This design comes from an exercise in tuning for small area, a short achievable clock period and few clock cycles per item on the open sky130 flow, not from production work. Function was not checked in any run shown here: the RTL went through the layout flow alone.

===== design.v =====
module stream_filter (
    input  wire        clk,
    input  wire        rst,          
    input  wire        cfg_we,
    input  wire [31:0] cfg_wdata,
    output wire [31:0] cfg_rdata,
    output reg         cfg_err,
    input  wire        in_valid,
    input  wire [31:0] in_data,
    output wire        in_ready,
    output reg         out_valid,
    output reg  [31:0] out_val,
    output reg         out_emit
);
    localparam [2:0] F_NONE = 3'd0,
                     F_AVG  = 3'd1,
                     F_MED3 = 3'd2,
                     F_IIR  = 3'd3;
    localparam NST = 4;
    function integer nsteps(input integer s);
        nsteps = 8;
    endfunction
    function [37:0] add38(input [37:0] a, input [37:0] b, input ci);
        reg c;
        integer i;
        begin
            c = ci;
            for (i = 0; i < 38; i = i + 1) begin
                add38[i] = a[i] ^ b[i] ^ c;
                c = (a[i] & b[i]) | (a[i] & c) | (b[i] & c);
            end
        end
    endfunction
    function ge32(input [31:0] a, input [31:0] b);
        reg [31:0] p, q;
        reg c;
        integer i;
        begin
            p = a ^ 32'h8000_0000;
            q = ~(b ^ 32'h8000_0000);
            c = 1'b1;
            for (i = 0; i < 32; i = i + 1)
                c = (p[i] & q[i]) | (p[i] & c) | (q[i] & c);
            ge32 = c;
        end
    endfunction
    reg [2:0] filter;
    reg [6:0] param;
    reg [7:0] decim;
    reg       bat_en;
    reg       policy;
    assign cfg_rdata = {6'd0, policy, bat_en, decim, 1'b0, param, 5'd0, filter};
    wire [2:0] w_filter = cfg_wdata[2:0];
    wire [6:0] w_param  = cfg_wdata[14:8];
    wire [7:0] w_decim  = cfg_wdata[23:16];
    wire p_zero  = (w_param == 7'd0);
    wire p_avg   = w_param[6] ? (w_param[5:0] == 6'd0) : (w_param[5:1] != 5'd0);
    wire p_iir   = (w_param[6:4] == 3'd0) && !p_zero;
    wire w_ok    = (w_decim != 8'd0) && !w_filter[2] &&
                   (w_filter[0] ? (w_filter[1] ? p_iir : p_avg) : p_zero);
    wire cfg_take = cfg_we && w_ok;
    always @(posedge clk) begin
        if (rst) begin
            filter  <= F_NONE;
            param   <= 7'd0;
            decim   <= 8'd1;
            bat_en  <= 1'b0;
            policy  <= 1'b0;
            cfg_err <= 1'b0;
        end else begin
            cfg_err <= cfg_we && !w_ok;
            if (cfg_take) begin
                filter <= w_filter;
                param  <= w_param;
                decim  <= w_decim;
                bat_en <= cfg_wdata[24];
                policy <= cfg_wdata[25];
            end
        end
    end
    reg       f_avg, f_med, f_iir;
    reg [5:0] ring_m;                
    reg [6:0] cap;                   
    reg [3:0] kk;                    
    reg [7:0] dm1;                   
    always @(posedge clk) begin
        f_avg  <= (filter == F_AVG);
        f_med  <= (filter == F_MED3);
        f_iir  <= (filter == F_IIR);
        ring_m <= (filter == F_AVG) ? param[5:0] - 6'd1 : (filter == F_MED3) ? 6'd3 : 6'd0;
        cap    <= (filter == F_AVG) ? param : 7'd3;
        kk     <= param[3:0];
        dm1    <= decim - 8'd1;
    end
    reg  [5:0] rot;                  
    reg        nrdy;                 
    reg        rdy_o;                
    assign in_ready = rdy_o;
    wire take = in_valid && !nrdy;   
    reg  [31:0] r0;
    reg  [31:0] s1  [0:0];
    reg  [31:0] s2  [0:1];
    reg  [31:0] s4  [0:3];
    reg  [31:0] s8  [0:7];
    reg  [31:0] s16 [0:15];
    reg  [31:0] s32 [0:31];
    wire [31:0] o1 = ring_m[0] ? s1[0]   : r0;
    wire [31:0] o2 = ring_m[1] ? s2[1]   : o1;
    wire [31:0] o3 = ring_m[2] ? s4[3]   : o2;
    wire [31:0] o4 = ring_m[3] ? s8[7]   : o3;
    wire [31:0] o5 = ring_m[4] ? s16[15] : o4;
    wire [31:0] o6 = ring_m[5] ? s32[31] : o5;    
    integer i;
    always @(posedge clk) begin
        r0     <= take ? in_data : o6;
        s1[0]  <= r0;
        s2[0]  <= o1;
        s4[0]  <= o2;
        s8[0]  <= o3;
        s16[0] <= o4;
        s32[0] <= o5;
        s2[1]  <= s2[0];
        for (i = 1; i < 4;  i = i + 1) s4[i]  <= s4[i-1];
        for (i = 1; i < 8;  i = i + 1) s8[i]  <= s8[i-1];
        for (i = 1; i < 16; i = i + 1) s16[i] <= s16[i-1];
        for (i = 1; i < 32; i = i + 1) s32[i] <= s32[i-1];
    end
    reg clr;                         
    wire [5:0] rot_nxt = (take || rot >= ring_m) ? 6'd0 : rot + 6'd1;
    wire       rdy_nxt = (rot_nxt == 6'd0);
    always @(posedge clk) begin
        if (rst || cfg_take || clr) begin
            rot   <= 6'd0;
            nrdy  <= 1'b0;
            rdy_o <= 1'b1;
        end else begin
            rot   <= rot_nxt;
            nrdy  <= !rdy_nxt;
            rdy_o <= rdy_nxt;
        end
    end
    reg                v1;           
    reg  [6:0]         ncnt;         
    reg  [37:0]        acc;          
    reg  [7:0]         dcnt;         
    reg                bc;           
    always @(posedge clk) begin
        if (rst)
            v1 <= 1'b0;
        else
            v1 <= take;
        clr <= rst || cfg_take;
    end
    wire [31:0] x     = r0;
    wire [37:0] x38   = {{6{x[31]}}, x};
    wire        full  = (ncnt == cap);
    wire        first = (ncnt == 7'd1);
    wire [37:0] sum   = add38(x38, acc ^ {38{f_iir}}, f_iir);
    wire [31:0] drop  = full ? o6 : 32'd0;
    wire [37:0] part  = add38(sum, ~{{6{drop[31]}}, drop}, 1'b1);
    wire [3:0]  sh    = first ? 4'd0 : kk;
    wire [32:0] st0   = sum[32:0];
    wire [32:0] st1   = sh[0] ? {st0[32],      st0[32:1]} : st0;
    wire [32:0] st2   = sh[1] ? {{2{st1[32]}}, st1[32:2]} : st1;
    wire [32:0] st3   = sh[2] ? {{4{st2[32]}}, st2[32:4]} : st2;
    wire [32:0] st4   = sh[3] ? {{8{st3[32]}}, st3[32:8]} : st3;
    wire [37:0] iir   = add38(acc, {{5{st4[32]}}, st4}, 1'b0);
    wire [31:0] b  = s1[0];
    wire [31:0] c  = s2[0];
    wire        ab = ge32(x, b);
    wire        ac = ge32(x, c);
    wire        lt2 = (ncnt[6:2] == 5'd0) && !(ncnt[1] && ncnt[0]);    
    wire [31:0] med = (!f_med || lt2 || ab != ac) ? x : (bc == ab) ? b : c;
    wire [37:0] num = f_avg ? sum : f_iir ? {{6{iir[31]}}, iir[31:0]} : {{6{med[31]}}, med};
    wire [6:0]  den = f_avg ? ncnt : 7'd1;
    wire emit_now = (dcnt == dm1);
    always @(posedge clk) begin
        if (clr) begin
            ncnt <= 7'd1;
            acc  <= 38'd0;
            dcnt <= 8'd0;
        end else if (v1) begin
            if (!full)
                ncnt <= ncnt + 7'd1;
            acc  <= f_iir ? iir : part;
            dcnt <= emit_now ? 8'd0 : dcnt + 8'd1;
        end
        if (v1)
            bc <= ab;
    end
    function [37:0] steps;           
        input [5:0]  rem;
        input [31:0] w;              
        input [6:0]  nb;             
        input integer k;
        reg   [6:0]  t, d;
        reg   [7:0]  cy;
        integer j, i;
        begin
            for (j = 0; j < k; j = j + 1) begin
                t     = {rem, w[31]};
                cy[0] = 1'b1;
                for (i = 0; i < 7; i = i + 1) begin
                    d[i]    = t[i] ^ nb[i] ^ cy[i];
                    cy[i+1] = (t[i] & nb[i]) | (t[i] & cy[i]) | (nb[i] & cy[i]);
                end
                w   = {w[30:0], cy[7]};
                rem = cy[7] ? d[5:0] : t[5:0];
            end
            steps = {rem, w};
        end
    endfunction
    reg        dv [1:NST];
    reg  [5:0] dr [1:NST];
    reg [31:0] dw [1:NST];
    reg  [6:0] dn [1:NST];
    reg        dg [1:NST];           
    reg        de [1:NST];           
    always @(posedge clk) begin
        if (rst)
            dv[1] <= 1'b0;
        else
            dv[1] <= v1;
        {dr[1], dw[1]} <= num ^ {38{num[37]}};
        dn[1] <= ~den;
        dg[1] <= num[37];
        de[1] <= emit_now && bat_en;
    end
    genvar g;
    generate
        for (g = 2; g <= NST; g = g + 1) begin : stage
            wire [37:0] s = steps(dr[g-1], dw[g-1], dn[g-1], nsteps(g-1));
            always @(posedge clk) begin
                if (rst)
                    dv[g] <= 1'b0;
                else
                    dv[g] <= dv[g-1];
                {dr[g], dw[g]} <= s;
                dn[g] <= dn[g-1];
                dg[g] <= dg[g-1];
                de[g] <= de[g-1];
            end
        end
    endgenerate
    wire [37:0] sl  = steps(dr[NST], dw[NST], dn[NST], nsteps(NST));
    wire [31:0] q   = sl[31:0];
    wire        c1  = ({1'b0, sl[37:32]} + 7'd1 == ~dn[NST]);    
    wire        inc = dg[NST] && !c1;
    wire [31:0] qx  = q ^ {32{dg[NST]}};
    reg  [31:0] pre;                 
    reg  [31:0] pt [0:5];
    integer lv, k;
    always @(*) begin
        pt[0] = {qx[30:0], 1'b1};
        for (lv = 0; lv < 5; lv = lv + 1)
            for (k = 0; k < 32; k = k + 1)
                pt[lv+1][k] = (k >= (1 << lv)) ? pt[lv][k] & pt[lv][k - (1 << lv)] : pt[lv][k];
        pre = pt[5];
    end
    wire [31:0] res = qx ^ (pre & {32{inc}});
    always @(posedge clk) begin
        if (rst) begin
            out_valid <= 1'b0;
            out_val   <= 32'd0;
            out_emit  <= 1'b0;
        end else begin
            out_valid <= dv[NST];
            out_emit  <= dv[NST] && de[NST];
            if (dv[NST])
                out_val <= res;
        end
    end
endmodule

===== run.sh =====
#!/bin/bash
# synth_recipe.tcl (not shown) runs the flow's synth.tcl, then flattens the netlist and writes it again
# the make line also repeats each setting of config.mk as NAME=value (left out here)
make -C /OpenROAD-flow-scripts/flow DESIGN_CONFIG=/design/flow/config.mk WORK_HOME=/design/flow/orfs CLKGATE_MAP_FILE= SYNTH_SCRIPT=/design/flow/synth_recipe.tcl finish

===== config.mk =====
export PLATFORM = sky130hd
export DESIGN_NAME = stream_filter
export DESIGN_NICKNAME = stream_filter
export VERILOG_FILES = /design/flow/design.v
export SDC_FILE = /design/flow/constraint.sdc
export NUM_CORES = 4
export LEC_CHECK = 0
export CAP_MARGIN = 20
export CORE_MARGIN = 2
export CORE_UTILIZATION = 60
export CTS_BUF_LIST = sky130_fd_sc_hd__clkbuf_16
export CTS_CLUSTER_DIAMETER = 60
export CTS_CLUSTER_SIZE = 24
export PLACE_DENSITY = 0.75
export SLEW_MARGIN = 20

===== constraint.sdc =====
create_clock -name core_clock -period 120.0 [get_ports {clk}]
set_input_delay 24.0000 -clock core_clock [delete_from_list [all_inputs] [get_ports {clk}]]
set_output_delay 24.0000 -clock core_clock [all_outputs]
set_load 0.01 [all_outputs]

==> results.cfg, run 1 <==
[synthesis]
netlist-cell-type-count = 99
syn-cell-area_sq_mm = 0.0691
synthFlopType = dfxtp_1
synth_edf_count = 1
synth_most_common_cell = dfxtp_1
yosysSeqAreaShare = 0.691
synthTopCellsByCount = 2385 x dfxtp_1, 307 x nand2_1, 263 x fa_1
synth_top_area_frac = 0.691
avgSynthCellArea_sq_um = 13.6
synth_warnings = 14
ys_async_sr_fraction = 0
yosys-top-cells-area = dfxtp_1 69%, fa_1 7.6%, mux2_2 3.4%, mux2i_1 3.1%, nand2_1 1.7%
synth_top_area_cell = dfxtp_1
syn_inst = 5065
synth-seq-cells = 2386

[route]
drtIter0Drc = 1989
drt_wl_total_mm = 119
first_pass_iters = 5
drc = 0
viasPerCell = 5.07
vias = 34300
wl_per_cell_microns = 17.5
ant_nets = 0

[cts]
cts_resized = 0
cts.clk_slew.worst_paths_ns = 0.08
root_buffer = clkbuf_16
cts_sinks = 2386
cts_setup_buffers = 0
clockBufferDepth = 3
clk_latency_ns = 0.78
tritoncts = built
cts_hold_buffers = 0
cts_made_buffers = 134
cts_max_level = 4

[grt]
grt_pass1_wl_mm = 188
grt_max_degree = 82
grt_pass1_vias = 34600
antenna_found_initial = 3
gr-usage-all-layers = 0.203
grt_overflow = 0

[floorplanning]
die_w_microns = 343
ioPinCount = 136
die_y_microns = 343
core_area_sq_mm = 0.114
start_util = 0.605
die-area_sq_mm = 0.118
rows = 124

[place]
postPlaceCellArea_sq_mm = 0.0717
gp_congestion = 0.884
portBuffers = 111
place_hpwl_mm = 79.5

[cells_and_area]
post-route-cell-area_sq_mm = 0.0759
drive_above_1_share = 0.0985
areaGrowthSynthToFinish_pct = 9.85
fin_nets = 5573

[critical_path]
rrSetupSlack_ns = 89.56
worstPathRequired_ns = 120.66
critPathKind = flip-flop to flip-flop
cp_max_fo = 17
worstReg2RegStart = dn[4][1]$_DFF_P_
slowest_stage = dfxtp_1
worst_ep_arrival_time_ns = 31.10
critPathTopFamily = adder cells
r2r_cells = 91
cp-startpoint = dn[4][1]$_DFF_P_
crit_path_end = out_val[18]$_SDFFE_PP0P_
crit_buf_inv = 3
critical-path-max-stage-delay_ns = 0.74
cp-end-kind = flip-flop
start_kind = flip-flop
crit_top_cell = fa_1
r2r_end = out_val[18]$_SDFFE_PP0P_
crit_cells = 91

[run]
drv_cap = 0

[sta]
fmax_mhz = 32.8
finalCritPeriodShare = 0.254
hold_slack_ns = 0.305
final-setup-viol-count = 0
rsz0062_at_grt = false
maxSlewHeadroom = 0.287
fin_skew_ns = 0.0334
slew_viol_final = 0
final.setup.tns_ns = 0
tightest_slew_ns = 1.07
hold_viol = 0
finalCriticalPeriod_ns = 30.44

[run_status]
status = no timing/DRC/antenna violations

[worst_hold_path]
hold_class = flip-flop to flip-flop
[sequential cells by signal, summed over array words and instances, names as in the netlist, 23 cells and up]
signal   count
dr          23
s16        512
s4         128
dn          28
out_val     32
s8         256
s2          64
s32       1024
s1          32
dw         128
acc         38
r0          32
[cells in the final DEF, fill, tap and decap left out, types with 11 or more instances in the layout]
cell type        netlist  final
dfxtp_1             2385   2380
nand2_1              307    306
fa_1                 263    263
nor2_1               218    218
mux2i_1              211    211
inv_1                207    208
mux2_2               206    206
o21ai_0              135    135
clkbuf_16              0    134
clkdlybuf4s50_1        0    110
xnor2_1               86     84
xor2_1                83     83
a21oi_1               73     73
a211oi_1              58     58
a31oi_1               56     56
ha_1                  53     53
nand2b_1              46     46
nand3_1               46     46
nor2b_1               42     41
or2_2                 35     35
and3_1                30     30
nor3_1                31     30
o221ai_1              29     29
buf_4                 18     28
maj3_1                23     23
and2_1                21     21
maj3_2                14     14
conb_1                 1     12
inv_16                 0     12
nor4_1                11     11
o22ai_1               11     11
[cell families (layout without fill, tap and decap cells)]
group / Yosys count / after routing / share of synthesized area
simple gates: 847 / 847 / 0.0575
flops: 2386 / 2386 / 0.691
mux: 429 / 429 / 0.0664
fa+ha+maj: 353 / 353 / 0.0914
other cells: 1 / 19 / 0.0000542
xor+xnor: 169 / 169 / 0.0214
buf+inv: 376 / 538 / 0.0217
compound gates: 504 / 504 / 0.0505
[worst register-to-register path: cells and delay by family (launching register included)]
family | cells | cell delay (ns)
fa+ha+maj | 41 | 17.17
compound gates | 30 | 7.31
mux | 2 | 0.34
simple gates | 15 | 4.30
flops | 1 | 0.74
buf+inv | 3 | 0.45
[metrics by stage]
stage               worst slack, ns  cells  utilization
detailed placement            89.77   6564        0.627
floorplan                     92.35   5076            -
finish                        89.56   6757        0.664
CTS                           89.51   6749        0.664
global placement              89.93   6564        0.627
global route                  88.08   6750        0.664
[metal layers]
metal / vias up / global-route usage / share of wire
met5: - / 0 / 0
met4: 0 / 0.0652 / 0.025
met3: 180 / 0.0321 / 0.040
met2: 646 / 0.322 / 0.46
met1: 16600 / 0.288 / 0.48
li1: 16900 / - / -
[final cells by class]
cell class | instances | area [sq um]
clock buffer | 134 | 3350
timing repair buffer | 140 | 1340
sequential | 2386 | 47800
tap | 1512 | 1890
inverter | 213 | 800
antenna | 7 | 17.5
multi-input combinational | 2314 | 20000
clock inverter | 51 | 797
fill | 8093 | 38400
[how the worst min path moves through the flow]
| stage | endpoint | from | depth (start not counted) |
|---|---|---|---|
| 6_report | s32[8][11]$_DFF_P_ | s32[7][11]$_DFF_P_ | 0 |
| 5_1_grt | s8[1][0]$_DFF_P_ | s8[0][0]$_DFF_P_ | 0 |
| 4_1_cts | s8[1][0]$_DFF_P_ | s8[0][0]$_DFF_P_ | 0 |
| 3_5_place_dp | s16[4][0]$_DFF_P_ | s16[3][0]$_DFF_P_ | 0 |
| 3_3_place_gp | s16[5][30]$_DFF_P_ | s16[4][30]$_DFF_P_ | 0 |
| 2_1_floorplan | de[2]$_DFF_P_ | de[1]$_DFF_P_ | 0 |
==> run 2: changes to the inputs <==
--- a/config.mk
+++ b/config.mk
@@ -8,8 +8,8 @@
 export CAP_MARGIN = 20
 export CORE_MARGIN = 2
 export CORE_UTILIZATION = 60
-export CTS_BUF_LIST = sky130_fd_sc_hd__clkbuf_16
-export CTS_CLUSTER_DIAMETER = 60
-export CTS_CLUSTER_SIZE = 24
+export CTS_BUF_LIST = sky130_fd_sc_hd__clkbuf_8
+export CTS_CLUSTER_DIAMETER = 50
+export CTS_CLUSTER_SIZE = 16
 export PLACE_DENSITY = 0.75
 export SLEW_MARGIN = 20
==> run 2 against run 1 <==
Die area unchanged. Critical path depth is the same. Flip-flop and latch count unchanged. Largest cell class unchanged.
==> results.cfg, run 2 <==
[cells_and_area]
final_common_cell = dfxtp_1
regArea_sq_mm = 0.0478
largest_register_ff_count = 1024
areaGrowthSynthToFinish_pct = 8.59
post-route-cell-area_sq_mm = 0.0751
fin_nets = 5625
finalNonFillerCells = 6818
largestRegisters = s32: 1024 flops, s16: 512 flops, s8: 256 flops
drive_above_1_share = 0.109
multi_input_area_sq_mm = 0.0200
layout_common_cells = 2380 x dfxtp_1, 306 x nand2_1, 263 x fa_1
num-fill-cells = 8191
largest-register = s32
fin_util = 0.656

[floorplanning]
die-area_sq_mm = 0.118
rows = 124
die_w_microns = 343
die_y_microns = 343
start_util = 0.605
core_area_sq_mm = 0.114
ioPinCount = 136

[cts]
cts_resized = 0
tritoncts = built
cts_max_level = 4
cts_hold_buffers = 0
cts_setup_buffers = 0
clk_latency_ns = 0.88
root_buffer = clkbuf_8
clockBufferDepth = 3
cts_sinks = 2386
cts_made_buffers = 186
cts.clk_slew.worst_paths_ns = 0.09

[synthesis]
avgSynthCellArea_sq_um = 13.6
synth_top_area_cell = dfxtp_1
ys_async_sr_fraction = 0
synthTopCellsByCount = 2385 x dfxtp_1, 307 x nand2_1, 263 x fa_1
synth-seq-cells = 2386
synth_top_area_frac = 0.691
yosys-top-cells-area = dfxtp_1 69%, fa_1 7.6%, mux2_2 3.4%, mux2i_1 3.1%, nand2_1 1.7%
synth_warnings = 14
synthFlopType = dfxtp_1
syn_inst = 5065
syn-cell-area_sq_mm = 0.0691
synth_edf_count = 1
netlist-cell-type-count = 99
yosysSeqAreaShare = 0.691
synth_most_common_cell = dfxtp_1

[sta]
finalCritPeriodShare = 0.253
final-setup-viol-count = 0
tightest_slew_ns = 1.10
slew_viol_final = 0
finalCriticalPeriod_ns = 30.42
rsz0062_at_grt = false
maxSlewHeadroom = 0.269
hold_slack_ns = 0.296
fin_skew_ns = 0.0430
final.setup.tns_ns = 0
fmax_mhz = 32.9
hold_viol = 0

[critical_path]
slowest_stage = dfxtp_1
start_kind = flip-flop
crit_top_cell = fa_1
cp-end-kind = flip-flop
worst_ep_arrival_time_ns = 31.17
critical-path-max-stage-delay_ns = 0.74
critPathKind = flip-flop to flip-flop
worstPathRequired_ns = 120.76
cp_max_fo = 17

[grt]
grt_overflow = 0
gr-usage-all-layers = 0.198
grt_pass1_vias = 34500
grt_pass1_wl_mm = 184
grt_max_degree = 82
antenna_found_initial = 6

[route]
first_pass_iters = 7
viasPerCell = 5.04
wl_per_cell_microns = 16.9
drc = 0
drtIter0Drc = 2043
ant_nets = 0
drt_wl_total_mm = 115
vias = 34400

[run_status]
status = no timing/DRC/antenna violations

[place]
postPlaceCellArea_sq_mm = 0.0717
dp_cells = 6564
gp_congestion = 0.884
place_hpwl_mm = 79.5
portBuffers = 111

[worst_hold_path]
hold_class = flip-flop to flip-flop

[run]
drv_cap = 0
-- run 2: changes by cell type in the layout (fill, tap and decap cells not counted), sizes merged --
cell,change
clkinvlp,+3
inv,-6
clkbuf,+58
clkinv,+5
diode,+1
-- run 2: cell families after synthesis --
logic type                 count (synthesis)  synth area share
buffers and inverters                    376            0.0217
xor gates and xnor gates                 169            0.0214
muxes                                    429            0.0664
AOI/OAI and AO/OA                        504            0.0505
and+or+nand+nor                          847            0.0575
DFF                                     2386             0.691
other                                      1         0.0000542
adders and majority gates                353            0.0914
-- run 2: worst paths after layout --
kind                                   end               start  slack, ns  cells after the start
setup / recovery  out_val[18]$_SDFFE_PP0P_    dn[4][1]$_DFF_P_      89.58                     91
hold / removal          s32[8][25]$_DFF_P_  s32[7][25]$_DFF_P_       0.30                      0
setup reg to reg  out_val[18]$_SDFFE_PP0P_    dn[4][1]$_DFF_P_      89.58                     91
hold reg to reg         s32[8][25]$_DFF_P_  s32[7][25]$_DFF_P_       0.30                      0
-- run 2: routing by layer --
| metal | GRT usage | part of all wire | vias up |
|---|---|---|---|
| met5 | 0 | 0 | - |
| met4 | 0.0640 | 0.023 | 0 |
| met3 | 0.0324 | 0.042 | 176 |
| met2 | 0.310 | 0.45 | 639 |
| met1 | 0.283 | 0.48 | 16600 |
| li1 | - | - | 17000 |
-- run 2: worst max-delay path: cells and delay by family (launching register included) --
family / cells / cell delay, ns
compound gates: 30 / 7.32
fa+ha+maj: 41 / 17.18
buf+inv: 3 / 0.45
flops: 1 / 0.74
mux: 2 / 0.33
simple gates: 15 / 4.26
-- run 2: metrics by stage --
step	setup WS, ns
after floorplan	92.35
after global placement	89.93
after detailed placement	89.77
after CTS	89.54
after global routing	88.11
final	89.58
-- run 2: final cells by class --
class	count	area share
Clock buffer	192	0.0352
Sequential cell	2386	0.637
Antenna cell	8	0.000267
Inverter	213	0.0107
Timing Repair Buffer	140	0.0179
Multi-Input combinational cell	2314	0.266
Clock inverter	53	0.00843
Tap cell	1512	0.0252
==> run 3: changes to the inputs <==
--- a/design.v
+++ b/design.v
@@ -16,9 +16,9 @@
                      F_AVG  = 3'd1,
                      F_MED3 = 3'd2,
                      F_IIR  = 3'd3;
-    localparam NST = 4;
+    localparam NST = 5;
     function integer nsteps(input integer s);
-        nsteps = 8;
+        nsteps = (s == NST) ? 4 : 7;
     endfunction
     function [37:0] add38(input [37:0] a, input [37:0] b, input ci);
         reg c;
@@ -155,7 +155,7 @@
     wire [37:0] x38   = {{6{x[31]}}, x};
     wire        full  = (ncnt == cap);
     wire        first = (ncnt == 7'd1);
-    wire [37:0] sum   = add38(x38, acc ^ {38{f_iir}}, f_iir);
+    wire [37:0] sum   = add38(x38, acc, f_iir);
     wire [31:0] drop  = full ? o6 : 32'd0;
     wire [37:0] part  = add38(sum, ~{{6{drop[31]}}, drop}, 1'b1);
     wire [3:0]  sh    = first ? 4'd0 : kk;
@@ -164,14 +164,14 @@
     wire [32:0] st2   = sh[1] ? {{2{st1[32]}}, st1[32:2]} : st1;
     wire [32:0] st3   = sh[2] ? {{4{st2[32]}}, st2[32:4]} : st2;
     wire [32:0] st4   = sh[3] ? {{8{st3[32]}}, st3[32:8]} : st3;
-    wire [37:0] iir   = add38(acc, {{5{st4[32]}}, st4}, 1'b0);
+    wire [37:0] iir   = add38(acc, ~{{5{st4[32]}}, st4}, 1'b1);
     wire [31:0] b  = s1[0];
     wire [31:0] c  = s2[0];
     wire        ab = ge32(x, b);
     wire        ac = ge32(x, c);
     wire        lt2 = (ncnt[6:2] == 5'd0) && !(ncnt[1] && ncnt[0]);    
     wire [31:0] med = (!f_med || lt2 || ab != ac) ? x : (bc == ab) ? b : c;
-    wire [37:0] num = f_avg ? sum : f_iir ? {{6{iir[31]}}, iir[31:0]} : {{6{med[31]}}, med};
+    wire [37:0] num = f_avg ? sum : f_iir ? ~{{6{iir[31]}}, iir[31:0]} : {{6{med[31]}}, med};
     wire [6:0]  den = f_avg ? ncnt : 7'd1;
     wire emit_now = (dcnt == dm1);
     always @(posedge clk) begin
@@ -221,15 +221,17 @@
             dv[1] <= 1'b0;
         else
             dv[1] <= v1;
-        {dr[1], dw[1]} <= num ^ {38{num[37]}};
+        {dr[1], dw[1]} <= num;
         dn[1] <= ~den;
         dg[1] <= num[37];
         de[1] <= emit_now && bat_en;
     end
+    wire [37:0] mag1 = {dr[1], dw[1]} ^ {38{dg[1]}};
     genvar g;
     generate
         for (g = 2; g <= NST; g = g + 1) begin : stage
-            wire [37:0] s = steps(dr[g-1], dw[g-1], dn[g-1], nsteps(g-1));
+            wire [37:0] s = (g == 2) ? steps(mag1[37:32], mag1[31:0], dn[1], nsteps(1))
+                                     : steps(dr[g-1], dw[g-1], dn[g-1], nsteps(g-1));
             always @(posedge clk) begin
                 if (rst)
                     dv[g] <= 1'b0;
==> run 3 against run 2 <==
Area after synthesis grew 1.4%. Clock skew decreased by 0.0056 ns. Via count up 2.2%. Still clean. Routed wire length is 3.4% higher. Highest routed layer unchanged. Clock-buffer cell count grew 3.
==> results.cfg, run 3 <==
[sta]
final-setup-viol-count = 0
hold_viol = 0
finalCritPeriodShare = 0.217
fin_skew_ns = 0.0374
layout_setup_ws_ns = 94.01
hold_slack_ns = 0.302
rsz0062_at_grt = false
finalCriticalPeriod_ns = 25.99
slew_viol_final = 0
fmax_mhz = 38.5
tightest_slew_ns = 1.07
maxSlewHeadroom = 0.280
final.setup.tns_ns = 0

[synthesis]
synth_top_area_cell = dfxtp_1
syn_inst = 5140
synth_most_common_cell = dfxtp_1
ys_async_sr_fraction = 0
netlist-cell-type-count = 109
synthTopCellsByCount = 2433 x dfxtp_1, 284 x nor2_1, 282 x inv_1
synth-seq-cells = 2434
synth_warnings = 14
synth_top_area_frac = 0.695
yosys-top-cells-area = dfxtp_1 69%, fa_1 7.7%, mux2i_1 3.4%, mux2_2 3.2%, nor2_1 1.5%
syn-cell-area_sq_mm = 0.0701
synthFlopType = dfxtp_1
avgSynthCellArea_sq_um = 13.6
yosysSeqAreaShare = 0.695
synth_edf_count = 1

[route]
viasPerCell = 5.08
drt_wl_total_mm = 119
wl_per_cell_microns = 17.3
ant_nets = 0
drtIter0Drc = 1987
first_pass_iters = 5
vias = 35100
drc = 0

[grt]
grt_overflow = 0
grtUsageMet1 = 0.272
grt_pass1_vias = 35800
grt_pass1_wl_mm = 192
gr-usage-all-layers = 0.202
antenna_found_initial = 6
grt_use_met3 = 0.0318
grt_max_degree = 66
grt_busiest_layer = met2
grtUsageMet2 = 0.329

[floorplanning]
die_y_microns = 346
die-area_sq_mm = 0.120
rows = 125
die_w_microns = 346
start_util = 0.604
ioPinCount = 136
core_area_sq_mm = 0.116

[cts]
cts_setup_buffers = 0
cts.clk_slew.worst_paths_ns = 0.10
cts_sinks = 2434
tritoncts = built
clockBufferDepth = 3
cts_resized = 0
root_buffer = clkbuf_8
cts_max_level = 4
clk_latency_ns = 0.90
cts_hold_buffers = 0
cts_made_buffers = 188

[critical_path]
critPathKind = flip-flop to output pin
crit_path_cell_trace = clkdlybuf4s50_1
start_kind = flip-flop
critPathTopFamily = buffers and inverters
worstReg2RegStart = dn[2][1]$_DFF_P_
worstPathRequired_ns = 96.00
cp-end-kind = output pin
critical-path-max-stage-delay_ns = 0.60
crit_buf_inv = 1
slowest_stage = clkdlybuf4s50_1
cp-startpoint = param[2]$_SDFFE_PP0P_
worst_ep_arrival_time_ns = 1.99
cp_max_fo = 7

[place]
portBuffers = 111
dp_slack_ns = 93.24
dp_cells = 6658
place_hpwl_mm = 81.3
postPlaceCellArea_sq_mm = 0.0727
gp_congestion = 0.898

[cells_and_area]
largest-register = s32
fin_nets = 5710
final_common_cell = dfxtp_1
post-route-cell-area_sq_mm = 0.0760
num-fill-cells = 8258
drive_above_1_share = 0.103
areaGrowthSynthToFinish_pct = 8.47
largestRegisters = s32: 1024 flops, s16: 512 flops, s8: 256 flops
layout_common_cells = 2429 x dfxtp_1, 287 x inv_1, 284 x nor2_1
fin_util = 0.655
finalNonFillerCells = 6911
largest_register_ff_count = 1024

[worst_hold_path]
hold_class = flip-flop to flip-flop
worstHoldStart = s4[1][14]$_DFF_P_

[run]
drv_cap = 0

[run_status]
status = no timing/DRC/antenna violations
==> run 3: final timing paths <==
check | to | slack (ns) | cells past startpoint
setup reg to reg | dr[3][1]$_DFF_P_ | 98.21 | 67
hold / removal | s4[2][14]$_DFF_P_ | 0.30 | 0
setup / recovery | cfg_rdata[10] | 94.01 | 1
hold reg to reg | s4[2][14]$_DFF_P_ | 0.30 | 0
==> run 3: metal layers <==
layer | part of all wire | vias up
met2 | 0.47 | 733
met3 | 0.040 | 229
li1 | - | 17200
met5 | 0 | -
met1 | 0.46 | 17000
met4 | 0.032 | 0
==> run 3: layout make-up <==
class / instances / area, sq um / area share
clock inverter: 52 / 602 / 0.00792
tap: 1524 / 1910 / 0.0251
timing repair buffer: 143 / 1350 / 0.0178
multi-input combinational: 2269 / 19600 / 0.258
inverter: 289 / 1080 / 0.0143
sequential: 2434 / 48700 / 0.641
antenna: 5 / 12.5 / 0.000165
clock buffer: 195 / 2680 / 0.0353
==> run 3: cells by family (layout without fill, tap and decap cells) <==
group / after synthesis / count (layout) / share of synthesized area
flip-flops: 2434 / 2434 / 0.695
AO/OA/AOI/OAI: 570 / 570 / 0.0572
buffers and inverters: 448 / 679 / 0.0254
other: 1 / 17 / 0.0000535
multiplexers: 440 / 440 / 0.0668
adder cells (fa/ha/maj): 341 / 341 / 0.0889
AND/OR/NAND/NOR: 800 / 800 / 0.0529
XOR/XNOR: 106 / 106 / 0.0134
==> run 3: worst reg2reg max path: cells and delay by family (launching register included) <==
kind / cells / cell delay (ns)
AND/OR/NAND/NOR: 9 / 2.54
multiplexers: 3 / 0.79
buffers and inverters: 7 / 0.58
flip-flops: 1 / 0.47
AO/OA/AOI/OAI: 12 / 2.80
adder cells (fa/ha/maj): 36 / 14.51
==> run 4: changes to the inputs <==
--- a/design.v
+++ b/design.v
@@ -78,20 +78,12 @@
             end
         end
     end
-    reg       f_avg, f_med, f_iir;
-    reg [5:0] ring_m;                
-    reg [6:0] cap;                   
-    reg [3:0] kk;                    
-    reg [7:0] dm1;                   
-    always @(posedge clk) begin
-        f_avg  <= (filter == F_AVG);
-        f_med  <= (filter == F_MED3);
-        f_iir  <= (filter == F_IIR);
-        ring_m <= (filter == F_AVG) ? param[5:0] - 6'd1 : (filter == F_MED3) ? 6'd3 : 6'd0;
-        cap    <= (filter == F_AVG) ? param : 7'd3;
-        kk     <= param[3:0];
-        dm1    <= decim - 8'd1;
-    end
+    wire       f_avg  = (filter == F_AVG);
+    wire       f_med  = (filter == F_MED3);
+    wire       f_iir  = (filter == F_IIR);
+    wire [5:0] ring_m = f_avg ? param[5:0] - 6'd1 : f_med ? 6'd3 : 6'd0;    
+    wire [6:0] cap    = f_avg ? param : 7'd3;    
+    wire [3:0] kk     = param[3:0];              
     reg  [5:0] rot;                  
     reg        nrdy;                 
     reg        rdy_o;                
@@ -173,7 +165,7 @@
     wire [31:0] med = (!f_med || lt2 || ab != ac) ? x : (bc == ab) ? b : c;
     wire [37:0] num = f_avg ? sum : f_iir ? ~{{6{iir[31]}}, iir[31:0]} : {{6{med[31]}}, med};
     wire [6:0]  den = f_avg ? ncnt : 7'd1;
-    wire emit_now = (dcnt == dm1);
+    wire emit_now = (dcnt + 8'd1 == decim);
     always @(posedge clk) begin
         if (clr) begin
             ncnt <= 7'd1;
@@ -193,17 +185,18 @@
         input [31:0] w;              
         input [6:0]  nb;             
         input integer k;
-        reg   [6:0]  t, d;
+        reg   [6:0]  t, d, gn, pr;
         reg   [7:0]  cy;
         integer j, i;
         begin
             for (j = 0; j < k; j = j + 1) begin
                 t     = {rem, w[31]};
+                gn    = t & nb;
+                pr    = t ^ nb;
                 cy[0] = 1'b1;
-                for (i = 0; i < 7; i = i + 1) begin
-                    d[i]    = t[i] ^ nb[i] ^ cy[i];
-                    cy[i+1] = (t[i] & nb[i]) | (t[i] & cy[i]) | (nb[i] & cy[i]);
-                end
+                for (i = 0; i < 7; i = i + 1)
+                    cy[i+1] = gn[i] | (pr[i] & cy[i]);
+                d = pr ^ cy[6:0];
                 w   = {w[30:0], cy[7]};
                 rem = cy[7] ? d[5:0] : t[5:0];
             end
==> run 4 against run 3 <==
Area after synthesis decreased by 1.4%. First-iteration DRC count is 1.6% lower. Non-clock buffer count rose by 1. Critical path depth grew 10. Clock-buffer cell count is 3 lower. Clock skew grew 0.017 ns. Flip-flop and latch count down 28. Fmax down 2.0%. Critical path type is now input port to flip-flop. Critical endpoint is now rdy_o$_SDFF_PP1_. Largest cell class unchanged. Highest routed layer is now met5.
==> results.cfg, run 4 <==
[synthesis]
synthFlopType = dfxtp_1
synthTopCellsByCount = 2405 x dfxtp_1, 360 x nand2_1, 321 x inv_1
synth_top_area_frac = 0.696
synth_warnings = 14
syn_inst = 5176
netlist-cell-type-count = 93
synth_edf_count = 1
synth-seq-cells = 2406
ys_async_sr_fraction = 0
synth_top_area_cell = dfxtp_1
avgSynthCellArea_sq_um = 13.4
yosysSeqAreaShare = 0.697
syn-cell-area_sq_mm = 0.0691
synth_most_common_cell = dfxtp_1
yosys-top-cells-area = dfxtp_1 70%, fa_1 7.8%, mux2i_1 3.0%, mux2_2 2.9%, nand2_1 2.0%

[critical_path]
worst_ep_arrival_time_ns = 27.34
critPathKind = input port to flip-flop
cp-end-kind = flip-flop
rrSetupSlack_ns = 97.86
critical-path-max-stage-delay_ns = 0.53
worstPathRequired_ns = 120.83
r2r_end = acc[37]$_SDFFE_PP0P_
cp_max_fo = 22
crit_path_cell_trace = clkdlybuf4s50_1, or3_1, nor3_1, mux2i_1, o21ai_0, a2111oi_0, and2_1, buf_4, nor2_1, nand3_1, a31o_2
worstReg2RegStart = filter[0]$_SDFFE_PP0P_
slowest_stage = clkdlybuf4s50_1
r2r_cells = 71
start_kind = input port

[cts]
tritoncts = built
cts_hold_buffers = 0
root_buffer = clkbuf_8
clk_latency_ns = 0.90
cts_setup_buffers = 0
cts_max_level = 4
cts.clk_slew.worst_paths_ns = 0.09
cts_made_buffers = 186
cts_resized = 0
clockBufferDepth = 3
cts_sinks = 2406

[grt]
grt_max_degree = 89
grt_pass1_vias = 35100
grtUsageMet1 = 0.281
grt_pass1_wl_mm = 189
grt_busiest_layer = met2
grt_overflow = 0
antenna_found_initial = 12
grt_use_met3 = 0.0350
gr-usage-all-layers = 0.205
grtUsageMet2 = 0.327

[cells_and_area]
drive_above_1_share = 0.0914
layout_common_cells = 2401 x dfxtp_1, 358 x nand2_1, 324 x inv_1
multi_input_area_sq_mm = 0.0191
final_common_cell = dfxtp_1
post-route-cell-area_sq_mm = 0.0751
regArea_sq_mm = 0.0482
fin_nets = 5774
largest_register_ff_count = 1024
areaGrowthSynthToFinish_pct = 8.59
largest-register = s32
finalNonFillerCells = 6930
num-fill-cells = 8234
largestRegisters = s32: 1024 flops, s16: 512 flops, s8: 256 flops

[place]
gp_congestion = 0.903
dp_cells = 6683
postPlaceCellArea_sq_mm = 0.0718
place_hpwl_mm = 82.7
portBuffers = 111

[floorplanning]
core_area_sq_mm = 0.114
start_util = 0.605
rows = 124
die_y_microns = 343
die-area_sq_mm = 0.118
ioPinCount = 136
die_w_microns = 343

[sta]
finalCriticalPeriod_ns = 26.51
hold_slack_ns = 0.294
maxSlewHeadroom = 0.329
slew_viol_final = 0
finalCritPeriodShare = 0.221
tightest_slew_ns = 0.982
hold_viol = 0
final.setup.tns_ns = 0
fin_skew_ns = 0.0547
fmax_mhz = 37.7
rsz0062_at_grt = false
final-setup-viol-count = 0

[route]
drt_wl_total_mm = 119
ant_nets = 0
drtIter0Drc = 1956
viasPerCell = 5.08
drc = 0
vias = 35200
wl_per_cell_microns = 17.2
first_pass_iters = 9

[worst_hold_path]
holdPathStages = 0
min_to = s8[4][10]$_DFF_P_
worstHoldStart = s8[3][10]$_DFF_P_
hold_class = flip-flop to flip-flop

[run]
drv_cap = 0

[run_status]
status = no timing/DRC/antenna violations
-- run 4: area by class of cell --
cell class                 instances  area share
tap                             1512      0.0252
clock buffer                     192      0.0352
multi-input combinational       2290       0.255
antenna                            3    0.000100
timing repair buffer             144      0.0180
inverter                         331      0.0166
clock inverter                    52     0.00833
sequential                      2406       0.642
-- run 4: how the worst max path moves through the flow --
stage                                     start                   to  slack (ns)
final                              cfg_wdata[9]     rdy_o$_SDFF_PP1_       93.49
after CTS                 param[3]$_SDFFE_PP0P_        cfg_rdata[11]       93.52
after global routing               cfg_wdata[9]     rdy_o$_SDFF_PP1_       93.34
after global placement             cfg_wdata[9]     rdy_o$_SDFF_PP1_       92.57
after floorplan                    cfg_wdata[9]  bat_en$_SDFFE_PP0P_       93.53
after detailed placement           cfg_wdata[9]     rdy_o$_SDFF_PP1_       92.57
-- run 4: logic make-up after synthesis --
kind of cell	Yosys count	share of synthesized area
buffers and inverters	491	0.0279
and+or+nand+nor	884	0.0572
adders and majority gates	355	0.0932
other	1	0.0000542
muxes	391	0.0599
xor gates and xnor gates	84	0.0106
AOI/OAI and AO/OA	564	0.0543
DFF	2406	0.697
-- run 4: stage by stage --
stage,worst slack [ns],utilization
2_1_floorplan,93.53,-
3_3_place_gp,92.57,0.628
3_5_place_dp,92.57,0.628
4_1_cts,93.52,0.656
5_1_grt,93.34,0.656
6_report,93.49,0.656
-- run 4: critical path: cells and delay by family --
family | cells | cell delay, ns
and+or+nand+nor | 5 | 1.42
muxes | 1 | 0.20
buffers and inverters | 2 | 0.90
AOI/OAI and AO/OA | 3 | 0.79
-- run 4: routing by layer --
| layer | vias to the layer above | routed length, microns | part of all wire |
|---|---|---|---|
| li1 | 17200 | - | - |
| met5 | - | 12 | 0.00010 |
| met1 | 17000 | 55400 | 0.46 |
| met4 | 2 | 4010 | 0.034 |
| met2 | 762 | 54600 | 0.46 |
| met3 | 248 | 5360 | 0.045 |
==> run 5: changes to the inputs <==
--- a/design.v
+++ b/design.v
@@ -16,9 +16,9 @@
                      F_AVG  = 3'd1,
                      F_MED3 = 3'd2,
                      F_IIR  = 3'd3;
-    localparam NST = 5;
+    localparam NST = 4;
     function integer nsteps(input integer s);
-        nsteps = (s == NST) ? 4 : 7;
+        nsteps = 8;
     endfunction
     function [37:0] add38(input [37:0] a, input [37:0] b, input ci);
         reg c;
==> run 5 against run 4 <==
Still clean on timing, DRC and antenna. Clock-buffer cell count rose by 2. Sequential share of layout area fell by 0.19 points. First-iteration DRC count rose by 13%. Fmax fell by 0.90%. Critical path depth rose by 1. Non-clock buffer count fell by 1. Synthesized cell count fell by 3.3%. Highest routed layer is now met4.
==> results.cfg, run 5 <==
[synthesis]
avgSynthCellArea_sq_um = 13.5
synth_edf_count = 1
synth_top_area_frac = 0.696
synthTopCellsByCount = 2357 x dfxtp_1, 321 x nand2_1, 285 x inv_1
synth-seq-cells = 2358
yosys-top-cells-area = dfxtp_1 70%, fa_1 7.9%, mux2i_1 3.3%, mux2_2 3.2%, nand2_1 1.8%
yosysSeqAreaShare = 0.696
synth_most_common_cell = dfxtp_1
synth_warnings = 14
synth_top_area_cell = dfxtp_1
syn-cell-area_sq_mm = 0.0678
synthFlopType = dfxtp_1
netlist-cell-type-count = 90
ys_async_sr_fraction = 0
syn_inst = 5006

[place]
dp_cells = 6511
gp_congestion = 0.904
portBuffers = 111
place_hpwl_mm = 77.8
postPlaceCellArea_sq_mm = 0.0704

[critical_path]
cp-end-kind = flip-flop
slowest_stage = nor2_1
crit_buf_inv = 3
worstPathRequired_ns = 120.78
cp_max_fo = 12
start_kind = input port
critPathKind = input port to flip-flop
crit_path_cell_trace = clkdlybuf4s50_1, or3_1, nor3_1, o21ai_0, o21ai_0, a2111oi_0, and2_1, buf_4, nor2_1, nand3_1, a41oi_1, inv_1
crit_top_cell = o21ai_0
critical-path-max-stage-delay_ns = 0.51
worst_ep_arrival_time_ns = 27.53
critPathTopFamily = simple AND/OR/NAND/NOR gates

[cells_and_area]
post-route-cell-area_sq_mm = 0.0738
largest-register = s32
finalNonFillerCells = 6765
final_common_cell = dfxtp_1
largest_register_ff_count = 1024
multi_input_area_sq_mm = 0.0189
drive_above_1_share = 0.0960
num-fill-cells = 8065
fin_nets = 5614
layout_common_cells = 2353 x dfxtp_1, 317 x nand2_1, 289 x inv_1
largestRegisters = s32: 1024 flops, s16: 512 flops, s8: 256 flops
regArea_sq_mm = 0.0472
areaGrowthSynthToFinish_pct = 8.85

[sta]
hold_viol = 0
slew_viol_final = 0
finalCritPeriodShare = 0.223
fmax_mhz = 37.4
tightest_slew_ns = 1.11
hold_slack_ns = 0.305
final-setup-viol-count = 0
fin_skew_ns = 0.0517
maxSlewHeadroom = 0.259
finalCriticalPeriod_ns = 26.75
rsz0062_at_grt = false
final.setup.tns_ns = 0

[cts]
clockBufferDepth = 3
cts_max_level = 4
clk_latency_ns = 0.90
cts_sinks = 2358
cts_setup_buffers = 0
cts_resized = 0
tritoncts = built
cts.clk_slew.worst_paths_ns = 0.09
root_buffer = clkbuf_8
cts_made_buffers = 186
cts_hold_buffers = 0

[route]
drc = 0
wl_met3_mm = 5.95
drt_wl_total_mm = 115
wl_met1_mm = 53.8
wl_per_cell_microns = 17.0
dr.max_layer_used = met4
viasPerCell = 5.04
wl_met2_mm = 51.4
vias = 34100
drtIter0Drc = 2219
first_pass_iters = 6
ant_nets = 0

[grt]
grt_pass1_wl_mm = 184
grt_pass1_vias = 34500
grt_max_degree = 72
grt_overflow = 0
antenna_found_initial = 6
gr-usage-all-layers = 0.201

[floorplanning]
start_util = 0.603
ioPinCount = 136
rows = 123
core_area_sq_mm = 0.112
die-area_sq_mm = 0.116
die_y_microns = 340
die_w_microns = 340

[run]
drv_cap = 0

[run_status]
status = no timing/DRC/antenna violations

[worst_hold_path]
hold_class = flip-flop to flip-flop
## run 5: cell count changes after synthesis, sizes merged, moves of 11 or more
cell / before / now
inv: 329 / 285
and3: 22 / 6
or3: 17 / 6
o21ai: 130 / 150
or2: 6 / 22
maj3: 8 / 20
mux2i: 210 / 224
o211ai: 37 / 13
dfxtp: 2405 / 2357
nand2: 360 / 321
o31ai: 19 / 7
a32oi: 1 / 17
## run 5: worst paths after layout
kind	slack (ns)	end	startpoint	cells after the start
worst max-delay path	93.25	rdy_o$_SDFF_PP1_	cfg_wdata[9]	12
worst min-delay path	0.31	s32[7][21]$_DFF_P_	s32[6][21]$_DFF_P_	0
worst max register to register	94.76	out_val[1]$_SDFFE_PP0P_	dn[4][1]$_DFF_P_	72
worst min register to register	0.31	s32[7][21]$_DFF_P_	s32[6][21]$_DFF_P_	0
## run 5: area by class of cell
class | instances | area share
well taps | 1500 | 0.0254
flip-flops and latches | 2358 | 0.640
clock buffers | 194 | 0.0362
diodes | 6 | 0.000203
multi-input cells | 2219 | 0.256
clock inverters | 54 | 0.00885
inverters | 291 | 0.0148
repair buffers | 143 | 0.0182
## run 5: routing by layer
layer	up-vias	GRT usage
met4	0	0.0765
met3	238	0.0361
met2	829	0.315
li1	16600	-
met5	-	0
met1	16400	0.280
## run 5: stage by stage
stage / util / worst slack [ns]
finish: 0.657 / 93.25
global route: 0.657 / 93.15
CTS: 0.657 / 93.37
detailed placement: 0.627 / 92.38
global placement: 0.627 / 92.50
floorplan: - / 93.67
## run 5: worst register-to-register path: cells and delay by family (launching register included)
family | cells | cell delay, ns
buf+inv | 6 | 1.04
fa+ha+maj | 42 | 17.95
simple gates | 2 | 0.42
flops | 1 | 0.74
mux | 7 | 1.52
compound gates | 12 | 2.91
xor+xnor | 3 | 0.60
## run 5: kinds of logic after synthesis
kind of cell             after synthesis  synth area share
flip-flops                          2358             0.696
AND/OR/NAND/NOR                      821            0.0544
AO/OA/AOI/OAI                        513            0.0495
buffers and inverters                440            0.0257
multiplexers                         414            0.0647
adder cells (fa/ha/maj)              367            0.0968
XOR/XNOR                              92            0.0124
other                                  1         0.0000553
==> run 6: changes to the inputs <==
--- a/design.v
+++ b/design.v
@@ -120,16 +120,11 @@
     reg clr;                         
     wire [5:0] rot_nxt = (take || rot >= ring_m) ? 6'd0 : rot + 6'd1;
     wire       rdy_nxt = (rot_nxt == 6'd0);
-    always @(posedge clk) begin
-        if (rst || cfg_take || clr) begin
-            rot   <= 6'd0;
-            nrdy  <= 1'b0;
-            rdy_o <= 1'b1;
-        end else begin
-            rot   <= rot_nxt;
-            nrdy  <= !rdy_nxt;
-            rdy_o <= rdy_nxt;
-        end
+    wire       rdy_d   = rdy_nxt || rst || clr;
+    always @(posedge clk) begin
+        rot   <= (rst || clr) ? 6'd0 : rot_nxt;
+        nrdy  <= !(rdy_d || cfg_take);
+        rdy_o <= rdy_d || cfg_take;
     end
     reg                v1;           
     reg  [6:0]         ncnt;         
@@ -148,22 +143,22 @@
     wire        full  = (ncnt == cap);
     wire        first = (ncnt == 7'd1);
     wire [37:0] sum   = add38(x38, acc, f_iir);
-    wire [31:0] drop  = full ? o6 : 32'd0;
-    wire [37:0] part  = add38(sum, ~{{6{drop[31]}}, drop}, 1'b1);
     wire [3:0]  sh    = first ? 4'd0 : kk;
     wire [32:0] st0   = sum[32:0];
     wire [32:0] st1   = sh[0] ? {st0[32],      st0[32:1]} : st0;
     wire [32:0] st2   = sh[1] ? {{2{st1[32]}}, st1[32:2]} : st1;
     wire [32:0] st3   = sh[2] ? {{4{st2[32]}}, st2[32:4]} : st2;
     wire [32:0] st4   = sh[3] ? {{8{st3[32]}}, st3[32:8]} : st3;
-    wire [37:0] iir   = add38(acc, ~{{5{st4[32]}}, st4}, 1'b1);
+    wire [37:0] minu  = f_iir ? acc : sum;
+    wire [37:0] subt  = f_iir ? {{5{st4[32]}}, st4} : (full ? {{6{o6[31]}}, o6} : 38'd0);
+    wire [37:0] nacc  = add38(minu, ~subt, 1'b1);
     wire [31:0] b  = s1[0];
     wire [31:0] c  = s2[0];
     wire        ab = ge32(x, b);
     wire        ac = ge32(x, c);
     wire        lt2 = (ncnt[6:2] == 5'd0) && !(ncnt[1] && ncnt[0]);    
     wire [31:0] med = (!f_med || lt2 || ab != ac) ? x : (bc == ab) ? b : c;
-    wire [37:0] num = f_avg ? sum : f_iir ? ~{{6{iir[31]}}, iir[31:0]} : {{6{med[31]}}, med};
+    wire [37:0] num = f_avg ? sum : f_iir ? ~{{6{nacc[31]}}, nacc[31:0]} : {{6{med[31]}}, med};
     wire [6:0]  den = f_avg ? ncnt : 7'd1;
     wire emit_now = (dcnt + 8'd1 == decim);
     always @(posedge clk) begin
@@ -174,7 +169,7 @@
         end else if (v1) begin
             if (!full)
                 ncnt <= ncnt + 7'd1;
-            acc  <= f_iir ? iir : part;
+            acc  <= nacc;
             dcnt <= emit_now ? 8'd0 : dcnt + 8'd1;
         end
         if (v1)
--- a/config.mk
+++ b/config.mk
@@ -12,4 +12,4 @@
 export CTS_CLUSTER_DIAMETER = 50
 export CTS_CLUSTER_SIZE = 16
 export PLACE_DENSITY = 0.75
-export SLEW_MARGIN = 20
+export SLEW_MARGIN = 70
==> run 6 against run 5 <==
Still clean on timing, DRC and antenna. Final cell count shrank 2.1%. Synthesized cell count shrank 2.5%. Non-clock buffer count grew 13. Clock-buffer cell count grew 2. Sequential share of layout area shrank 0.17 points. Flip-flop and latch count is the same. Routed wire length grew 5.8%. Worst hold slack lost 0.015 ns. First-iteration DRC count shrank 5.9%. Critical path type is now flip-flop to output pin. Critical endpoint is now cfg_rdata[1].
==> results.cfg, run 6 <==
[critical_path]
critPathTopFamily = buffers and inverters
crit_path_cell_trace = buf_8, clkdlybuf4s50_1
cp-startpoint = filter[1]$_SDFFE_PP0P_
critical-path-max-stage-delay_ns = 0.65
slowest_stage = clkdlybuf4s50_1
crit_buf_inv = 2
critPathKind = flip-flop to output pin
r2r_cells = 77
cp-end-kind = output pin
crit_cells = 2
worstReg2RegStart = dn[4][0]$_DFF_P_
worstPathRequired_ns = 96.00
cp_max_fo = 36
start_kind = flip-flop
worst_ep_arrival_time_ns = 2.24

[cts]
tritoncts = built
cts_made_buffers = 185
cts_hold_buffers = 0
cts_sinks = 2358
cts_resized = 0
cts.clk_slew.worst_paths_ns = 0.09
clk_latency_ns = 0.91
root_buffer = clkbuf_8
clockBufferDepth = 3
cts_setup_buffers = 0
cts_max_level = 4

[place]
dp_slack_ns = 93.15
portBuffers = 111
dp_cells = 6375
gp_congestion = 0.916
place_hpwl_mm = 84.3

[cells_and_area]
layout_common_cells = 2326 x dfxtp_1, 275 x mux2_2, 255 x nand2_1
largestRegisters = s32: 1024 flops, s16: 512 flops, s8: 256 flops
largest-register = s32
num-fill-cells = 7911
drive_above_1_share = 0.137
areaGrowthSynthToFinish_pct = 9.84
finalNonFillerCells = 6622
final_common_cell = dfxtp_1
largest_register_ff_count = 1024
fin_nets = 5454

[floorplanning]
ioPinCount = 136
die_w_microns = 339
start_util = 0.607
core_area_sq_mm = 0.111
die_y_microns = 339
rows = 122
die-area_sq_mm = 0.115

[synthesis]
synthFlopType = dfxtp_1
ys_async_sr_fraction = 0
avgSynthCellArea_sq_um = 13.8
synth_edf_count = 1
synth_top_area_cell = dfxtp_1
synth_warnings = 14
netlist-cell-type-count = 88
synth_top_area_frac = 0.700
syn-cell-area_sq_mm = 0.0674
synth_most_common_cell = dfxtp_1
yosysSeqAreaShare = 0.700
syn_inst = 4883
yosys-top-cells-area = dfxtp_1 70%, fa_1 6.9%, mux2_2 4.6%, mux2i_1 2.9%, nand2_1 1.5%
synthTopCellsByCount = 2357 x dfxtp_1, 277 x mux2_2, 262 x nand2_1
synth-seq-cells = 2358

[sta]
rsz0062_at_grt = false
finalCritPeriodShare = 0.219
slew_viol_final = 0
final-setup-viol-count = 0
hold_viol = 0
finalCriticalPeriod_ns = 26.24
final.setup.tns_ns = 0
fmax_mhz = 38.1
fin_skew_ns = 0.0471
layout_setup_ws_ns = 93.76

[route]
ant_nets = 0
drt_wl_total_mm = 121
wl_per_cell_microns = 18.3
drc = 0
viasPerCell = 5.14
first_pass_iters = 8
vias = 34000
drtIter0Drc = 2089

[grt]
grt_pass1_vias = 34400
grt_overflow = 0
grt_pass1_wl_mm = 191
grt_max_degree = 54
gr-usage-all-layers = 0.212
antenna_found_initial = 8

[worst_hold_path]
worstHoldStart = s32[7][13]$_DFF_P_
hold_class = flip-flop to flip-flop
holdPathStages = 0

[run_status]
status = no timing/DRC/antenna violations

[run]
drv_cap = 0
==> run 6: cell families (layout without fill, tap and decap cells) <==
logic type	after synthesis	after routing	share of synthesized area
DFF	2358	2358	0.700
and+or+nand+nor	731	731	0.0487
AOI/OAI and AO/OA	513	513	0.0535
muxes	478	478	0.0767
buffers and inverters	387	624	0.0228
adders and majority gates	331	331	0.0866
xor gates and xnor gates	84	84	0.0111
other	1	15	0.0000556
==> run 6: worst reg2reg max path, delay by kind of cell, from the launching register on <==
family                   cells  cell delay, ns
AND/OR/NAND/NOR              9            1.36
AO/OA/AOI/OAI               19            4.57
multiplexers                 1            0.31
buffers and inverters        3            0.42
adder cells (fa/ha/maj)     43           18.25
flip-flops                   1            0.31
XOR/XNOR                     2            0.26
==> run 6: area by class of cell <==
type | count | area, sq um | share of cell area
Sequential cell | 2358 | 47300 | 0.638
Multi-Input combinational cell | 2149 | 19200 | 0.260
Clock buffer | 196 | 2700 | 0.0364
Tap cell | 1488 | 1860 | 0.0251
Timing Repair Buffer | 156 | 1560 | 0.0210
Inverter | 225 | 848 | 0.0115
Clock inverter | 47 | 587 | 0.00793
Antenna cell | 3 | 7.51 | 0.000101
==> run 6: through the flow <==
step	instance area (sq um)	utilization	hold slack [ns]
2_1_floorplan	67400	-	0.310
3_3_place_gp	70000	0.630	0.310
3_5_place_dp	70600	0.635	0.312
4_1_cts	73900	0.665	0.294
5_1_grt	74000	0.666	0.294
6_report	74000	0.666	0.291
==> run 6: metal layers <==
layer / wire length [microns] / track usage
met1: 55500 / 0.290
met2: 56000 / 0.338
met3: 5070 / 0.0336
met4: 4840 / 0.0913
met5: 0 / 0
==> run 6: final timing paths <==
path | slack (ns) | end
max | 93.76 | cfg_rdata[1]
min | 0.29 | s32[8][13]$_DFF_P_
max reg2reg | 94.45 | out_val[1]$_SDFFE_PP0P_
min reg2reg | 0.29 | s32[8][13]$_DFF_P_
==> run 7: changes to the inputs <==
--- a/config.mk
+++ b/config.mk
@@ -12,4 +12,4 @@
 export CTS_CLUSTER_DIAMETER = 50
 export CTS_CLUSTER_SIZE = 16
 export PLACE_DENSITY = 0.75
-export SLEW_MARGIN = 70
+export SLEW_MARGIN = 20
==> run 7 against run 6 <==
Non-clock buffer count is 10 lower. Global-route usage is 0.26 points lower. Clock-buffer cell count is 7 lower. Worst hold slack better by 0.0099 ns. Design area is 1.1% lower. First-iteration DRC count is 3.3% lower. Via count is 0.39% lower. Highest routed layer unchanged.
==> results.cfg, run 7 <==
[synthesis]
yosys-top-cells-area = dfxtp_1 70%, fa_1 6.9%, mux2_2 4.6%, mux2i_1 2.9%, nand2_1 1.5%
synth_xor_area_frac = 0.0111
synth_top_area_cell = dfxtp_1
synth_most_common_cell = dfxtp_1
syn-cell-area_sq_mm = 0.0674
synth_top_family_by_area = adder cells
synthMuxAreaShare = 0.0767
syn_inst = 4883
yosys.area_share.simple = 0.0487
synth_compound_area_frac = 0.0535
synth_edf_count = 1
synth_warnings = 14
synthFlopType = dfxtp_1
yosysSeqAreaShare = 0.700
netlist-cell-type-count = 88
ys_async_sr_fraction = 0
avgSynthCellArea_sq_um = 13.8
synth_top_area_frac = 0.700
synth_fa_ha_area_frac = 0.0866
synthTopCellsByCount = 2357 x dfxtp_1, 277 x mux2_2, 262 x nand2_1
synth-seq-cells = 2358

[cts]
cts_max_level = 4
cts_made_buffers = 183
clk_latency_ns = 0.89
root_buffer = clkbuf_8
clockBufferDepth = 3
cts.clk_slew.worst_paths_ns = 0.09
cts_setup_buffers = 0
cts_resized = 0
cts_sinks = 2358
tritoncts = built
cts_hold_buffers = 0

[sta]
finalCriticalPeriod_ns = 26.53
fmax_mhz = 37.7
final.setup.tns_ns = 0
tightest_slew_ns = 1.15
layout_setup_ws_ns = 93.47
fin_skew_ns = 0.0388
final-setup-viol-count = 0
slew_viol_final = 0
maxSlewHeadroom = 0.211
hold_viol = 0
finalCritPeriodShare = 0.221
rsz0062_at_grt = false

[critical_path]
start_kind = input port
worst_ep_arrival_time_ns = 27.31
crit_top_cell = nor2_1
crit_buf_inv = 2
slowest_stage = and2_2
critPathTopFamily = simple AND/OR/NAND/NOR gates
rrSetupSlack_ns = 93.77
cp-end-kind = flip-flop
cp_max_fo = 23
crit_path_cell_trace = clkdlybuf4s50_1, or3_1, nor3_1, mux2i_1, o21ai_0, a2111oi_0, and2_2, nor2_1, inv_1, nor2_1
critical-path-max-stage-delay_ns = 0.72
critPathKind = input port to flip-flop
worstPathRequired_ns = 120.77

[route]
drc = 0
viasPerCell = 5.13
ant_nets = 0
drtIter0Drc = 2020
drt_wl_total_mm = 120
vias = 33900
first_pass_iters = 6
wl_per_cell_microns = 18.1

[floorplanning]
ioPinCount = 136
start_util = 0.607
die-area_sq_mm = 0.115
die_w_microns = 339
core_area_sq_mm = 0.111
die_y_microns = 339
rows = 122

[cells_and_area]
multi_input_area_sq_mm = 0.0187
largest_register_ff_count = 1024
fin_nets = 5442
largestRegisters = s32: 1024 flops, s16: 512 flops, s8: 256 flops
regArea_sq_mm = 0.0472
fin_util = 0.659
largest-register = s32
drive_above_1_share = 0.115
layout_common_cells = 2353 x dfxtp_1, 277 x mux2_2, 260 x nand2_1
final_common_cell = dfxtp_1
areaGrowthSynthToFinish_pct = 8.68
num-fill-cells = 8074

[run]
drv_cap = 0

[run_status]
status = no timing/DRC/antenna violations

[place]
dp_slack_ns = 92.56
gp_congestion = 0.916
portBuffers = 111
place_hpwl_mm = 83.4

[grt]
grt_pass1_vias = 34100
antenna_found_initial = 5
grt_max_degree = 65
grt_overflow = 0
grt_pass1_wl_mm = 189
gr-usage-all-layers = 0.209

[worst_hold_path]
hold_class = flip-flop to flip-flop
run 7: cell counts after synthesis:
Identical to the previous run, type by type.
run 7: path summary, 6_finish.rpt:
check,from,end,cells past startpoint
hold reg to reg,s16[11][16]$_DFF_P_,s16[12][16]$_DFF_P_,0
hold / removal,s16[11][16]$_DFF_P_,s16[12][16]$_DFF_P_,0
setup / recovery,cfg_wdata[9],filter[2]$_SDFFE_PP0P_,10
setup reg to reg,dn[4][1]$_DFF_P_,out_val[1]$_SDFFE_PP0P_,76
run 7: layout make-up:
cell class	count	area share
flip-flops and latches	2358	0.645
multi-input cells	2149	0.256
clock buffers	189	0.0355
well taps	1488	0.0254
repair buffers	146	0.0187
inverters	225	0.0115
clock inverters	55	0.00840
diodes	3	0.000102
run 7: layer usage:
layer  share of wire  global-route usage  vias to the layer above
li1                -                   -                    16500
met1            0.46               0.287                    16400
met2            0.46               0.332                      745
met3           0.041              0.0329                      247
met4           0.040              0.0914                        0
met5               0                   0                        -
run 7: logic make-up (layout without fill, tap and decap cells):
logic type,count (synthesis),after routing
AOI/OAI and AO/OA,513,513
xor gates and xnor gates,84,84
adders and majority gates,331,331
buffers and inverters,387,615
DFF,2358,2358
muxes,478,478
other,1,15
and+or+nand+nor,731,731
run 7: through the flow:
stage	hold slack, ns	instance area [sq um]	std cells
2_1_floorplan	0.310	67400	4894
3_3_place_gp	0.310	70000	6366
3_5_place_dp	0.312	70000	6366
4_1_cts	0.287	73200	6610
5_1_grt	0.286	73300	6611
6_report	0.301	73300	6613

static timing again, ports no longer ideal:
The results above use ideal ports. As a check the final layouts listed here were re-extracted and re-timed, cells and wires unchanged. Step 1 sets driving cells, clkbuf_16 on the clock port and buf_2 on the other inputs (assumed; they add their load-dependent delay and slew). Step 2 adds t to the input delays and takes it off the output delays; t is the mean of the earliest and latest rising clock arrival at the registers after step 1. Input paths then give back, and output paths get back, about the clock's delay inside the block. a / b / c = ideal / step 1 / step 2; a / b = the first two.
run	shift t [ns]	setup slack, ns	latest minus earliest clock arrival (ns)	worst slew at a driven data input, ns
run 1	0.829	89.555 / 89.555 / 89.555	0.041 / 0.041	0.10
run 2	0.933	89.584 / 89.584 / 89.584	0.057 / 0.056	0.10
run 3	0.948	94.012 / 93.940 / 93.183	0.049 / 0.050	0.05
run 4	0.944	93.492 / 93.485 / 92.580	0.057 / 0.057	0.20
run 5	0.935	93.251 / 93.292 / 92.356	0.059 / 0.059	0.04
run 6	0.956	93.763 / 93.693 / 93.175	0.053 / 0.052	0.08
run 7	0.940	93.466 / 93.508 / 92.569	0.041 / 0.041	0.08
After both steps every run listed still meets setup and hold. The setup slack of run 4, which loses most, moves by -0.007 ns with the drivers and by -0.912 ns with both steps.
